Background: an optimization exercise with open tools, aiming at small area, a short achievable clock period and few clock cycles. Do not read the settings as production practice. Function was not checked in any run shown here: the RTL went through the layout flow alone. Power figures rest on the tool's default switching activity, not on a simulated workload.

**flow/config.mk**
```make
export PLATFORM = sky130hd
export DESIGN_NAME = pq_engine
export DESIGN_NICKNAME = pq_engine
export VERILOG_FILES = /design/flow/design.v
export SDC_FILE = /design/flow/constraint.sdc
export NUM_CORES = 8
export LEC_CHECK = 0
export CAP_MARGIN = 20
export CORE_MARGIN = 2
export CORE_UTILIZATION = 40
export SLEW_MARGIN = 20
```
**flow/constraint.sdc**
```tcl
create_clock -name core_clock -period 19.0 [get_ports {clk}]
set_input_delay 3.8000 -clock core_clock [delete_from_list [all_inputs] [get_ports {clk}]]
set_output_delay 3.8000 -clock core_clock [all_outputs]
set_load 0.01 [all_outputs]
```
**flow/design.v**
```verilog
module pq_engine (
    input  wire         clk,
    input  wire         rst,
    input  wire         cmd_valid,
    output wire         cmd_ready,
    input  wire [4:0]   cmd_k,
    input  wire [4:0]   cmd_x,
    input  wire [4:0]   cmd_y,
    input  wire         cmd_two,
    input  wire         in_valid,
    output wire         in_ready,
    input  wire [127:0] in_data,
    output wire         out_valid,
    input  wire         out_ready,
    output wire [127:0] out_data,
    output wire [4:0]   out_pos
);
    localparam LANES = 16;
    localparam [1:0] S_IDLE = 2'd0,
                     S_LOAD = 2'd1,
                     S_OUT1 = 2'd2,
                     S_OUT2 = 2'd3;
    function [7:0] gf_mul2;
        input [7:0] a;
        begin
            gf_mul2 = {a[6:0], 1'b0} ^ (a[7] ? 8'h1D : 8'h00);
        end
    endfunction
    function [7:0] gf_mul;
        input [7:0] a;
        input [7:0] b;
        integer i;
        reg [7:0] p;
        reg [7:0] t;
        begin
            p = 8'h00;
            t = a;
            for (i = 0; i < 8; i = i + 1) begin
                if (b[i])
                    p = p ^ t;
                t = gf_mul2(t);
            end
            gf_mul = p;
        end
    endfunction
    localparam [255:0] T_GPOW = 256'hc06030180c06038fc9ea75b45a2d984c261387cde8743a1d8040201008040201;
    localparam [255:0] T_GINV = 256'h122448903d7af4f5f7f3fbebcb8b0b162c58b07dfae9cf831b366cd8ad478e01;
    localparam [255:0] T_ZINV = 256'h595789deaaba8e02d2b4e9f26326dc678ac0e48574fba9a0545fed729da7f400;
    reg         cb_v;          
    reg         cb_p;          
    reg         cmd_rdy;
    reg [4:0]   cb_k, cb_x, cb_y;
    reg         cb_two;
    assign cmd_ready = cmd_rdy;
    wire cmd_fire = cmd_valid & cmd_rdy;
    wire [4:0] cb_k1   = cb_k + 5'd1;
    wire       cx_data = (cb_x < cb_k);
    wire [4:0] cb_d    = cb_y - cb_x;
    wire       cb_m0   = (cb_x == 5'd0);
    wire       cb_m1   = cb_two & (cb_y == 5'd1);
    wire       cb_qm   = (cb_x == cb_k1) | (cb_two & (cb_y == cb_k1));
    wire       cb_pm   = (cb_x == cb_k) | (cb_two & (cb_y == cb_k));
    wire       cb_dd   = cx_data & cb_two & (cb_y < cb_k);
    wire       cb_dp   = cx_data & cb_two & (cb_y == cb_k);
    wire       cb_dq   = cx_data & cb_two & (cb_y == cb_k1);
    wire       cb_pq   = cb_two & (cb_x == cb_k);
    wire [7:0] cb_gx   = T_GPOW[8*cb_x +: 8];
    wire [7:0] cb_gix  = T_GINV[8*cb_x +: 8];
    wire [7:0] cb_z    = T_ZINV[8*cb_d +: 8];
    reg [7:0]   p_c, p_e;
    reg         p_ua1;
    reg [1:0]   p_p0;          
    reg         p_p0p;         
    reg [4:0]   p_lp;          
    always @(posedge clk) begin
        p_c   <= cb_dd ? gf_mul(cb_z, cb_gix) : (cb_dp ? cb_gix : 8'h01);
        p_e   <= cb_pq ? 8'h01 :
                 cb_dq ? (cb_gx ^ 8'h01) :
                 cb_dd ? (cb_z ^ 8'h01) : 8'h00;
        p_ua1 <= ~((cb_x == cb_k1) | (cx_data & cb_two & (cb_y <= cb_k)));
        p_p0  <= cb_m0 ? (cb_m1 ? 2'd2 : 2'd1) : 2'd0;
        p_p0p <= cb_m0 & cb_m1 & (cb_k == 5'd2);
        p_lp  <= cb_qm ? (cb_pm ? cb_k - 5'd1 : cb_k) : cb_k1;
    end
    wire [7:0] l_c   = p_c;
    wire [7:0] l_e   = p_e;
    wire [7:0] l_c1  = gf_mul2(l_c);
    wire [7:0] l_cw0 = (p_p0 == 2'd0) ? l_c : (p_p0 == 2'd1) ? l_c1 : gf_mul2(l_c1);
    wire [7:0] l_w0  = p_p0p ? l_e : (l_cw0 ^ l_e);
    reg [1:0]   state;
    reg         in_rdy;
    reg [4:0]   opos;          
    reg [4:0]   k_r, x_r, y_r, lp_r;
    reg         two_r;
    reg         ua1;           
    reg [4:0]   pos;           
    reg [7:0]   c_r, e_r;
    reg [7:0]   cw;            
    reg [7:0]   w_r;           
    reg         aen_r;         
    reg         last_r;        
    reg         first;         
    reg [127:0] acc_a, acc_x;
    assign in_ready  = in_rdy;
    assign out_valid = state[1];
    assign out_data  = acc_a;
    assign out_pos   = opos;
    wire consume  = in_valid & in_rdy;
    wire out_fire = state[1] & out_ready;
    wire shift    = out_fire & (state == S_OUT1) & two_r;
    wire res_done = out_fire & ((state == S_OUT2) | ~two_r);
    wire load_row = cb_p & ((state == S_IDLE) | res_done);
    reg [1:0] state_n;
    always @(*) begin
        state_n = state;
        case (state)
            S_IDLE: if (cb_p) state_n = S_LOAD;
            S_LOAD: if (consume && last_r) state_n = S_OUT1;
            S_OUT1: if (out_ready) state_n = two_r ? S_OUT2 : (cb_p ? S_LOAD : S_IDLE);
            S_OUT2: if (out_ready) state_n = cb_p ? S_LOAD : S_IDLE;
        endcase
    end
    wire cb_v_n = cmd_fire | (cb_v & ~load_row);
    function is_missing;
        input [4:0] p;
        input [4:0] x;
        input [4:0] y;
        input       two;
        begin
            is_missing = (p == x) || (two && (p == y));
        end
    endfunction
    wire [4:0] pos1 = pos + 5'd1;
    wire [4:0] pos2 = pos + 5'd2;
    wire       m1   = is_missing(pos1, x_r, y_r, two_r);
    wire       m2   = is_missing(pos2, x_r, y_r, two_r);
    wire [4:0] pn   = m1 ? (m2 ? pos + 5'd3 : pos2) : pos1;
    wire [7:0] cw1  = gf_mul2(cw);
    wire [7:0] cw2  = gf_mul2(cw1);
    wire [7:0] cwn  = m1 ? (m2 ? gf_mul2(cw2) : cw2) : cw1;
    wire       pn_q = (pn == k_r + 5'd1);
    wire       pn_p = (pn == k_r);
    wire [7:0] wn   = pn_q ? c_r : (pn_p ? e_r : (cwn ^ e_r));
    wire [7:0] wm [0:7];
    assign wm[0] = w_r;
    genvar gb, gl;
    generate
        for (gb = 1; gb < 8; gb = gb + 1) begin : g_wm
            assign wm[gb] = gf_mul2(wm[gb-1]);
        end
    endgenerate
    wire [127:0] prod;
    generate
        for (gl = 0; gl < LANES; gl = gl + 1) begin : g_lane
            wire [7:0] d = in_data[8*gl +: 8];
            assign prod[8*gl +: 8] =
                ({8{d[0]}} & wm[0]) ^ ({8{d[1]}} & wm[1]) ^
                ({8{d[2]}} & wm[2]) ^ ({8{d[3]}} & wm[3]) ^
                ({8{d[4]}} & wm[4]) ^ ({8{d[5]}} & wm[5]) ^
                ({8{d[6]}} & wm[6]) ^ ({8{d[7]}} & wm[7]);
        end
    endgenerate
    wire         add_a = consume & aen_r;
    wire         lastc = consume & last_r;
    wire         selx  = lastc & ~ua1;
    wire [127:0] a_f   = (acc_a & {128{~first}}) ^ (in_data & {128{add_a}});
    wire [127:0] x_f   = (acc_x & {128{~first}}) ^ prod;
    always @(posedge clk) begin
        acc_a <= shift ? acc_x : (selx ? x_f : a_f);
        if (consume)
            acc_x <= x_f ^ (a_f & {128{last_r}});
        if (cmd_fire) begin
            cb_k   <= cmd_k;
            cb_x   <= cmd_x;
            cb_y   <= cmd_y;
            cb_two <= cmd_two;
        end
        if (load_row) begin
            k_r    <= cb_k;
            x_r    <= cb_x;
            y_r    <= cb_y;
            two_r  <= cb_two;
            lp_r   <= p_lp;
            ua1    <= p_ua1;
            c_r    <= l_c;
            e_r    <= l_e;
            pos    <= {3'd0, p_p0};
            cw     <= l_cw0;
            w_r    <= l_w0;
            aen_r  <= 1'b1;
            last_r <= ({3'd0, p_p0} == p_lp);
            opos   <= cb_x;
        end else begin
            if (consume) begin
                pos    <= pn;
                cw     <= cwn;
                w_r    <= wn;
                aen_r  <= ~pn_q;
                last_r <= (pn == lp_r);
            end
            if (shift)
                opos <= y_r;
        end
        if (rst) begin
            state   <= S_IDLE;
            cb_v    <= 1'b0;
            cb_p    <= 1'b0;
            cmd_rdy <= 1'b0;
            in_rdy  <= 1'b0;
            first   <= 1'b0;
        end else begin
            state   <= state_n;
            cb_v    <= cb_v_n;
            cb_p    <= cb_v & ~load_row;
            cmd_rdy <= ~cb_v_n;
            in_rdy  <= (state_n == S_LOAD);
            if (load_row)
                first <= 1'b1;
            else if (consume)
                first <= 1'b0;
        end
    end
endmodule
```
**flow/flow/run.sh**
```bash
#!/bin/bash
set -euo pipefail
bash standard.sh finish SETUP_SLACK_MARGIN=13.5 \
  "BUFFER_PORTS_ARGS=-buffer_cell sky130_fd_sc_hd__buf_4" > orfs_finish.log 2>&1
```
**flow/standard.sh**
```bash
#!/bin/bash
# synth_recipe.tcl (not shown) runs the flow's synth.tcl, then flattens the netlist and writes it again
# the make line also repeats each setting of config.mk as NAME=value (left out here)
make -C /OpenROAD-flow-scripts/flow DESIGN_CONFIG=/design/flow/config.mk WORK_HOME=/design/flow/orfs CLKGATE_MAP_FILE= SYNTH_SCRIPT=/design/flow/synth_recipe.tcl "${@:-finish}"
```
==> summary.md, run 1 <==
| Metric | Value |
|---|---|
| Status | `timing/DRC/antenna clean` |
| Top-area cell type share of the netlist area | `about a quarter` |
| Biggest cell delay along the critical path | `0.73 ns` |
| Endpoint type of the worst setup path | `flop` |
| Yosys synthesis warning count | `1` |
| Worst path slowest cell | `buf_4` |
| Wire per inst | `between 20 and 25 um` |
| Mapped Cells | `5,056` |
| Initial Util | `40.43%` |
| Ys flop type | `edfxtp_1` |
| Number of cell rows | `roughly 110` |
| First-pass GRT wire length | `200,300 um` |
| Post-placement cell count | `6,241` |
| Final worst path period need | `5.384 ns` |
| Req. time, crit path | `19.37 ns` |
| Hpwl dp | `79,890 um` |
| Clk sinks | `370` |
| Flop pwr share | `about a quarter` |
| Post-Syn Nets | `5,242` |
| Final period utilization | `28.34%` |
| Worst path cell trace | `buf_4, and3_4, buf_4, nand2_1, xnor2_1, nand2_1, xor2_1` |
| Overall power | `4.012 mW` |
| Power Dens Cells | `94.33 nW/um^2` |
| Placed Area | `40,570 um^2` |
| Longest Clk Path Bufs | `3` |
| Internal power | `2.464 mW` |
| Post-synth design cell area | `37,790 um^2` |
| Setup_tns | `0 ns` |
| Die Height | `311.4 um` |
| Worst setup path class | `in -> reg` |
| Via count | `between 30,000 and 40,000` |
| Setup violations, final | `0` |
| Main area contributors after synthesis | `xnor2_1, edfxtp_1, nand2_1` |
| Startpoint Class | `input pin` |
| H-tree Lvls | `2` |
| Fin util | `45.50%` |
| Placer's final routability congestion estimate | `0.8683` |
| Ys async rst share | `0%` |
| Hold crit path type | `reg -> reg` |
| Lkg Pwr | `between 15 and 20 nW` |
| Pin count of the biggest net entering global routing | `189` |
| I/O pin total | `285` |
| DRC | `0` |
| Hold Fails Final Rpt | `0` |
| Clk Latency, worst-skew pair | `0.63 ns` |
| Netlist cell types | `between 90 and 100` |
| Sw Pwr | `1.548 mW` |
| Comb pwr share | `49.0%` |
| Register Area | `between 9000 and 10,000 um^2` |
| Core area | `93,470 um^2` |
| Cell family with most CP delay | `buffers and inverters` |
| Worst vdd ir | `0.1036 mV` |
| Max Clock Skew | `between 0.02 and 0.025 ns` |
| Pre-CTS WS | `12.43 ns` |
| CTS tree | `yes` |
| DR pass1 iterations | `6` |
| Routed Antenna Nets | `0` |
| Hold WS | `0.4309 ns` |
| Clock share of power | `24.5%` |
| Mean Syn Cell Area | `between 7 and 8 um^2` |
| Register area share after synthesis | `between 20% and 30%` |
| Final Slew Violations | `0` |
| Non-filler cells, final | `6,359` |
| Number of flops mapped to enable cells by yosys | `between 200 and 250` |
| Buf/Inv on CP | `2` |
| Final WL | `131,200 um` |
| CTS Buf Count | `49` |
| Synthesized flop and latch total | `370` |
| Critical path fanouts, max | `64` |
| Post-DR vias/cell | `5.346` |
| Reg clk slew, reported paths | `0.06 ns` |
| Worst-margin pin slew | `1.083 ns` |
| Total track usage | `26.16%` |
| Worst path arrival time | `5.75 ns` |
| Area grow syn2layout | `12.53%` |
| Detailed Route Iter0 Violations | `3,284` |
| Total grt overflow | `0` |
| Multi-input gate area | `26,870 um^2` |
| Root buffer cell | `clkbuf_16` |
| Die area | `around 97,000 um^2` |
| Vias in the first global route | `32,610` |
| Area leader, netlist | `xnor2_1` |
| Layout fillers | `9,360` |
| Max_cap viols | `0` |
| RSZ-0062 raised after global routing | `yes` |
| Die Span X | `311.4 um` |
| Port Buffer Count | `284` |
| Final instance area | `42,530 um^2` |
| Final #Nets | `5,237` |
| Layout cell share with drive strength beyond 1 | `11.12%` |
| Setup ws final | `13.62 ns` |
| Initial antenna violation count | `19` |
| Net Sw Frac | `38.58%` |
| Relative slew margins | `between 20 and 30%` |
| Maximum clock frequency | `about 190 MHz` |
## cells in the final DEF (no fill, tap or decap), types with 5 or more instances in the layout
cell type,n
clkbuf_1,17
nor3_1,15
a22oi_1,76
inv_1,28
and2_1,9
xnor2_1,1109
edfxtp_1,206
xor2_2,11
nand3_1,34
ha_1,35
nand2b_1,108
dfxtp_1,163
o31ai_1,6
a211oi_1,15
clkinv_2,7
buf_4,348
xor2_1,250
o21ai_0,233
xor2_4,8
nand3b_1,6
o21ai_1,16
a311oi_1,5
xnor2_2,7
clkbuf_16,51
a21oi_1,215
or3_1,11
nor2_1,278
nor4_1,5
xnor3_1,10
clkbuf_8,7
nand4_1,7
mux2i_1,18
mux2_2,63
o22ai_1,15
nand2_1,1388
o211ai_1,11
and3_1,6
a211o_1,8
diode_2,13
nor2b_1,174
## logic make-up (layout without fill, tap and decap cells)
logic type | after synthesis | count (layout) | synth area share [%]
other | 0 | 13 | 0
AO/OA/AOI/OAI | 655 | 655 | 10.29
AND/OR/NAND/NOR | 2069 | 2069 | 23.24
multiplexers | 84 | 84 | 2.503
XOR/XNOR | 1398 | 1398 | 33.10
adder cells (fa/ha/maj) | 37 | 37 | 1.245
buffers and inverters | 443 | 479 | 4.565
flip-flops | 370 | 370 | 25.05
## registers in the layout (all words and copies together) (netlist names), 8 cells and up
register / cells
w_r: 8
p_c: 8
cw: 8
acc_a: 128
p_e: 8
e_r: 8
acc_x: 128
c_r: 8
## layer usage
layer	global-route usage, %	routed length (um)
met5	0	72
met4	9.387	4548
met3	5.637	12140
met2	43.04	60340
met1	33.64	54080
## synthesized netlist by cell type (7+ instances only)
cell type	n
a211o_1	8
a211oi_1	15
a21oi_1	215
a22oi_1	76
and2_1	9
and3_1	7
buf_1	36
buf_2	17
clkbuf_1	353
dfxtp_1	164
edfxtp_1	206
ha_1	36
inv_1	28
mux2_2	63
mux2i_1	18
nand2_1	1390
nand2b_1	108
nand3_1	35
nand4_1	7
nor2_1	280
nor2b_1	174
nor3_1	15
o211ai_1	11
o21ai_0	233
o21ai_1	16
o22ai_1	15
or3_1	11
xnor2_1	1113
xnor3_1	10
xor2_1	260
xor2_2	9
## cell type report
| class | instances | share of cell area (%) |
|---|---|---|
| diodes | 13 | 0.07649 |
| clock buffers | 74 | 3.319 |
| clock inverters | 18 | 0.5913 |
| inverters | 31 | 0.3442 |
| multi-input cells | 4243 | 63.18 |
| flip-flops and latches | 370 | 22.27 |
| well taps | 1254 | 3.689 |
| repair buffers | 355 | 6.487 |
| repair inverters | 1 | 0.03825 |
## path summary, 6_finish.rpt
path	startpoint	to	slack [ns]	cells past startpoint
worst min register to register	cb_v	cb_p	0.43	2
worst max-delay path	in_valid	acc_x[75]	13.62	7
worst max register to register	cb_x[2]	p_c[4]	13.80	15
worst min-delay path	cb_v	cb_p	0.43	2
## worst reg2reg max path, cell delays in order (launching register included)
cell and delay, ns:
edfxtp_1 0.32, buf_4 0.36, clkinvlp_4 0.41, ha_2 0.53, a211o_1 0.36, a21oi_4 0.42, o21ai_0 0.14, a221oi_1 0.39
a211o_1 0.45, xnor2_2 0.20, xor2_1 0.45, xnor2_1 0.30, nor2_1 0.10, xnor2_1 0.23, xnor3_1 0.34, o22ai_1 0.13
## power by group through the flow
stage	registers [mW]	logic, mW	clock network [mW]
global route	1.07	2.15	1.02
finish	1.07	1.97	0.981
global placement	1.08	1.92	0
floorplan	1.07	1.48	0
detailed placement	1.08	1.94	0
CTS	1.07	1.96	0.997
## repair_timing
item                                    4_1_cts  5_1_grt
endpoints found under the setup margin      135      137
hold buffers                                  0        0
setup buffers                                 0        9
pin swaps                                     0        2
resized for setup                            11       10
cloned                                        2        1
==> inputs of run 2 (changes only) <==
==> flow/flow/run.sh (replaced) <==
#!/bin/bash
# Standard ORFS layout; timing repair aimed below the clock period.
set -euo pipefail
bash standard.sh finish SETUP_SLACK_MARGIN=14.2 "BUFFER_PORTS_ARGS=-buffer_cell sky130_fd_sc_hd__buf_2" > orfs_finish.log 2>&1
--- a/flow/config.mk
+++ b/flow/config.mk
@@ -7,5 +7,7 @@
 export LEC_CHECK = 0
 export CAP_MARGIN = 20
 export CORE_MARGIN = 2
-export CORE_UTILIZATION = 40
+export CORE_UTILIZATION = 70
+export CTS_CLUSTER_DIAMETER = 60
+export CTS_CLUSTER_SIZE = 30
 export SLEW_MARGIN = 20
==> summary.md, run 2 <==
| Metric | Value |
|---|---|
| Top-area cell type share of the netlist area | `25.79%` |
| Root buffer cell | `clkbuf_16` |
| Port Buffer Count | `284` |
| Mapped Cells | `roughly 5,100` |
| Register area share after synthesis | `25.05%` |
| Synthesized flop and latch total | `370` |
| Number of flops mapped to enable cells by yosys | `206` |
| CTS Buf Count | `40` |
| Grt repair worst endpoint | `out_pos[4]` |
| Worst_ep kind | `primary output` |
| Total grt overflow | `698` |
| Area leader, netlist | `xnor2_1` |
| Die Span X | `236.4 um` |
| Most frequent cells after synthesis | `nand2_1, xnor2_1, clkbuf_1` |
| Run Error | `[ERROR GRT-0232] Routing congestion too high. Check the congestion heatmap in the GUI.` |
| H-tree Lvls | `2` |
| Count leader, synth | `nand2_1` |
| Netlist cell types | `92` |
| Number of cell rows | `85` |
| Hpwl dp | `74,810 um` |
| Stop stage | `global routing` |
| Status | `did not finish` |
| Yosys synthesis warning count | `1` |
| Post-synth design cell area | `37,790 um^2` |
| Post-Syn Nets | `5,242` |
| Placer's final routability congestion estimate | `around 0.96` |
| Initial Util | `70.51%` |
| Ys flop type | `edfxtp_1` |
| Hold-fix buffers at CTS | `0` |
| Longest Clk Path Bufs | `3` |
| Total track usage | `between 90 and 100%` |
| Initial antenna violation count | `31` |
| Main area contributors after synthesis | `xnor2_1, edfxtp_1, nand2_1` |
| Die Height | `236.4 um` |
| Pin count of the biggest net entering global routing | `99` |
| Ys async rst share | `0%` |
| I/O pin total | `285` |
| Mean Syn Cell Area | `about 7.5 um^2` |
| Clk sinks | `370` |
[run 2: cell counts after synthesis]
No cell type changed its count.
[run 2: worst max-delay path by stage]
stage / slack [ns] / endpoint / depth (start not counted) / startpoint
3_5_place_dp: 12.09 / acc_a[99] / 7 / out_ready
4_1_cts: 14.06 / out_pos[4] / 1 / opos[4]
2_1_floorplan: 13.72 / acc_x[108] / 9 / in_data[104]
3_3_place_gp: 12.19 / acc_a[96] / 6 / out_ready
[run 2: power by group through the flow]
stage / clock (mW) / sequential [mW] / combinational, mW
floorplan: 0 / 1.07 / 1.55
global placement: 0 / 1.08 / 1.87
detailed placement: 0 / 1.08 / 1.91
CTS: 0.847 / 1.09 / 2.07
[run 2: cell families after synthesis]
family	after synthesis	synth area share [%]
muxes	84	2.503
AOI/OAI and AO/OA	655	10.29
buffers and inverters	443	4.565
DFF	370	25.05
xor gates and xnor gates	1398	33.10
adders and majority gates	37	1.245
and+or+nand+nor	2069	23.24
[run 2: timing repair]
item,in CTS
pin swaps,195
gates cloned,22
buffers inserted,70
gates resized for setup,554
setup endpoints to repair,447
[run 2: per-stage QoR]
| step | hold WS [ns] | instances | worst slack (ns) | instance area, um^2 |
|---|---|---|---|---|
| detailed placement | 0.4076 | 5679 | 12.09 | 41050 |
| global placement | 0.4091 | 5679 | 12.19 | 41050 |
| floorplan | 0.3855 | 5056 | 13.72 | 41590 |
| CTS | 0.4366 | 5843 | 14.06 | 45770 |
[run 2: routing by layer]
metal	overflow	GRT usage, %
met2	295	100.3
met4	233	94.67
met1	82	92.36
met3	84	87.37
met5	4	73.33
==> inputs of run 3 (changes only) <==
==> flow/flow/run.sh (replaced) <==
#!/bin/bash
# Standard ORFS layout; timing repair aimed below the clock period.
set -euo pipefail
bash standard.sh finish SETUP_SLACK_MARGIN=14.0 "BUFFER_PORTS_ARGS=-buffer_cell sky130_fd_sc_hd__buf_2" > orfs_finish.log 2>&1
--- a/flow/config.mk
+++ b/flow/config.mk
@@ -8,6 +8,4 @@
 export CAP_MARGIN = 20
 export CORE_MARGIN = 2
 export CORE_UTILIZATION = 70
-export CTS_CLUSTER_DIAMETER = 60
-export CTS_CLUSTER_SIZE = 30
 export SLEW_MARGIN = 20
==> summary.md, run 3 <==
| Metric | Value |
|---|---|
| Status | `timing/DRC/antenna clean` |
| Pre-CTS WS | `12.43 ns` |
| Core area | `53,600 um^2` |
| Largest family of logic cells by synthesized area | `XOR/XNOR gates` |
| Detailed Route Iter0 Violations | `4,017` |
| Post-DR vias/cell | `6.230` |
| Sw Pwr | `1.580 mW` |
| Worst path slowest cell | `dfxtp_1` |
| Clk Latency, worst-skew pair | `0.62 ns` |
| Endpoint type of the worst setup path | `primary output` |
| Final period utilization | `26.33%` |
| Total track usage | `43.66%` |
| Mux share of post-synthesis cell area | `~2.5%` |
| Die Span X | `236.4 um` |
| Worst path cell trace | `buf_2` |
| Hold Fails Final Rpt | `0` |
| Final worst path period need | `5.002 ns` |
| H-tree Lvls | `2` |
| Hold Crit Depth | `0` |
| Port Buffer Count | `about 280` |
| Die Height | `between 200 and 250 um` |
| Worst vdd ir | `0.09358 mV` |
| First-pass GRT wire length | `192,800 um` |
| Initial Util | `a little over two thirds` |
| Yosys synthesis warning count | `1` |
| Register Area | `between 9000 and 10,000 um^2` |
| Ys flop type | `edfxtp_1` |
| Cell family with most CP delay | `flip-flops` |
| Most frequent cells after synthesis | `nand2_1, xnor2_1, clkbuf_1` |
| Setup violations, final | `0` |
| Ys async rst share | `0%` |
| Longest Clk Path Bufs | `3` |
| Buf/Inv on CP | `1` |
| Number of cell rows | `85` |
| Multi-input gate area | `28,450 um^2` |
| Layout cell share with drive strength beyond 1 | `between 15 and 20%` |
| Post-synth design cell area | `37,790 um^2` |
| Register area share after synthesis | `25.05%` |
| Top-area cell type share of the netlist area | `25.79%` |
| Reg clk slew, reported paths | `0.06 ns` |
| Comb pwr share | `50.1%` |
| Count leader, synth | `nand2_1` |
| Final #Nets | `between 5,000 and 6,000` |
| Root buffer cell | `clkbuf_16` |
| Area leader, netlist | `xnor2_1` |
| Worst-margin pin slew | `1.191 ns` |
| Lkg Pwr | `16.54 nW` |
| Pin count of the biggest net entering global routing | `approximately 190` |
| RR Startpoint | `cb_y[0]` |
| Req. time, crit path | `roughly 15 ns` |
| CTS tree | `yes` |
| Relative slew margins | `20.57%` |
| Min-delay src | `p_lp[4]` |
| Startpoint Class | `flop` |
| Layout fillers | `3,787` |
| Netlist cell types | `92` |
| Net Sw Frac | `between 30% and 40%` |
| WHS Endpoint | `lp_r[4]` |
| Clk sinks | `370` |
| Number of flops mapped to enable cells by yosys | `206` |
| Power Dens Cells | `92.82 nW/um^2` |
| Initial antenna violation count | `16` |
| Maximum clock frequency | `approximately 200 MHz` |
| Main area contributors after synthesis | `xnor2_1, edfxtp_1, nand2_1` |
| Post-Syn Nets | `5,242` |
| DRC | `0` |
| Worst path arrival time | `between 1 and 1.5 ns` |
| Worst setup path class | `reg -> out` |
| Vias in the first global route | `33,860` |
| R2r endpoint | `p_c[4]` |
| Area grow syn2layout | `14.25%` |
| Die area | `55,870 um^2` |
| CTS Buf Count | `46` |
| Synth Area in Compound Gates | `10.29%` |
| Synthesized flop and latch total | `370` |
| Mapped Cells | `5,056` |
| Critical path fanouts, max | `2` |
| Register-to-Register Setup Slack | `14.14 ns` |
| DR pass1 iterations | `7` |
| Setup ws final | `14.00 ns` |
| Clock share of power | `23.3%` |
| RSZ-0062 raised after global routing | `yes` |
| Max Clock Skew | `about 0.011 ns` |
| Routed Antenna Nets | `0` |
| Final Slew Violations | `0` |
| I/O pin total | `285` |
| R2R cell count | `16` |
| Final WL | `128,300 um` |
| Flop pwr share | `26.6%` |
| Synth Area in XOR/XNOR | `33.10%` |
| Hold-fix buffers at CTS | `0` |
| Commonest non-fill, non-tap cell in the layout | `nand2_1` |
| Placer's final routability congestion estimate | `0.9720` |
| Hpwl dp | `around 73,000 um` |
| Biggest cell delay along the critical path | `0.42 ns` |
| Post-synthesis simple-gate area fraction | `23.24%` |
| Hold WS | `0.4302 ns` |
| Setup_tns | `0 ns` |
| Via count | `between 30,000 and 40,000` |
| CP Launch Point | `acc_a[91]` |
| Wire per inst | `22.08 um` |
| Largest regs | `acc_a: 128 flops, acc_x: 128 flops` |
| Most frequent cells in the layout | `nand2_1, xnor2_1, nor2_1` |
| Internal power | `between 2 and 2.5 mW` |
| Synth Area in Adders | `1.245%` |
| Mean Syn Cell Area | `7.475 um^2` |
| Max_cap viols | `0` |
| Fin util | `80.56%` |
| Total grt overflow | `0` |
| Hold crit path type | `reg -> reg` |
-- run 3: layer usage --
metal  global-route usage (%)  vias up  part of all wire [%]
met4                    23.17       16                   6.0
met3                    10.56      591                    13
met5                        0        -                 0.079
met2                    70.63     2396                    45
li1                         -    16200                     -
met1                    53.91    17000                    36
-- run 3: area by class of cell --
cell class                      instances  share of cell area, %
Inverter                               31                 0.3390
Timing Repair inverter                  2                0.07534
Multi-Input combinational cell       4244                  65.88
Clock buffer                           59                  2.895
Tap cell                              696                  2.017
Antenna cell                            9                0.05216
Clock inverter                         27                 0.7447
Sequential cell                       370                  21.98
Timing Repair Buffer                  372                  6.021
-- run 3: power by group through the flow --
stage / clock, mW / combinational [mW] / sequential, mW
2_1_floorplan: 0 / 1.53 / 1.07
3_3_place_gp: 0 / 1.87 / 1.08
3_5_place_dp: 0 / 1.90 / 1.08
4_1_cts: 0.933 / 1.93 / 1.06
5_1_grt: 0.965 / 2.15 / 1.07
6_report: 0.934 / 2.01 / 1.07
-- run 3: logic make-up (layout without fill, tap and decap cells) --
group | count (synthesis) | in the layout
fa+ha+maj | 37 | 37
buf+inv | 443 | 491
mux | 84 | 84
compound gates | 655 | 655
simple gates | 2069 | 2070
xor+xnor | 1398 | 1398
flops | 370 | 370
other cells | 0 | 9
-- run 3: per-stage QoR --
stage | power (mW) | instances | area [um^2]
final | 4.008 | 5810 | 43180
after global routing | 4.186 | 5807 | 43170
after CTS | 3.926 | 5791 | 42600
after detailed placement | 2.979 | 5685 | 40480
after global placement | 2.942 | 5684 | 40460
after floorplan | 2.600 | 5056 | 40540
-- run 3: what timing repair did --
action                                  4_1_cts  5_1_grt
resized for setup                            54       92
endpoints found under the hold margin         0        0
setup buffers                                 9        5
endpoints found under the setup margin      282      203
cloned                                       11        5
pin swaps                                     4       51
-- run 3: how the worst max path moves through the flow --
stage	to	slack [ns]	depth (start not counted)
after CTS	p_c[4]	13.99	14
after global routing	pos[0]	13.94	8
after global placement	acc_a[4]	12.52	9
after floorplan	acc_x[108]	13.72	9
after detailed placement	acc_a[113]	12.43	10
final	out_data[91]	14.00	1

re-timing with driven ports:
How much do the figures lean on ideal ports? The routed layouts below were timed once more, with nothing changed but the port constraints. Step 1 assumes that a clkbuf_16 drives the clock port and a buf_2 every other input. Step 2 times the ports against the registers' clock, not the clock port: input delays grow and output delays shrink by t, the midpoint of the rising clock arrivals with the driver on. a / b / c = ideal / step 1 / step 2; a / b = the first two.
run	shift t [ns]	setup WS [ns]	hold slack, ns
run 1	0.680	13.616 / 13.635 / 12.955	0.431 / 0.431 / 0.431
run 3	0.676	13.998 / 13.934 / 13.369	0.430 / 0.430 / 0.430
After both steps setup and hold are still met in every run listed. The setup slack of run 1, which loses most, moves by +0.019 ns with the drivers and by -0.661 ns with both steps.
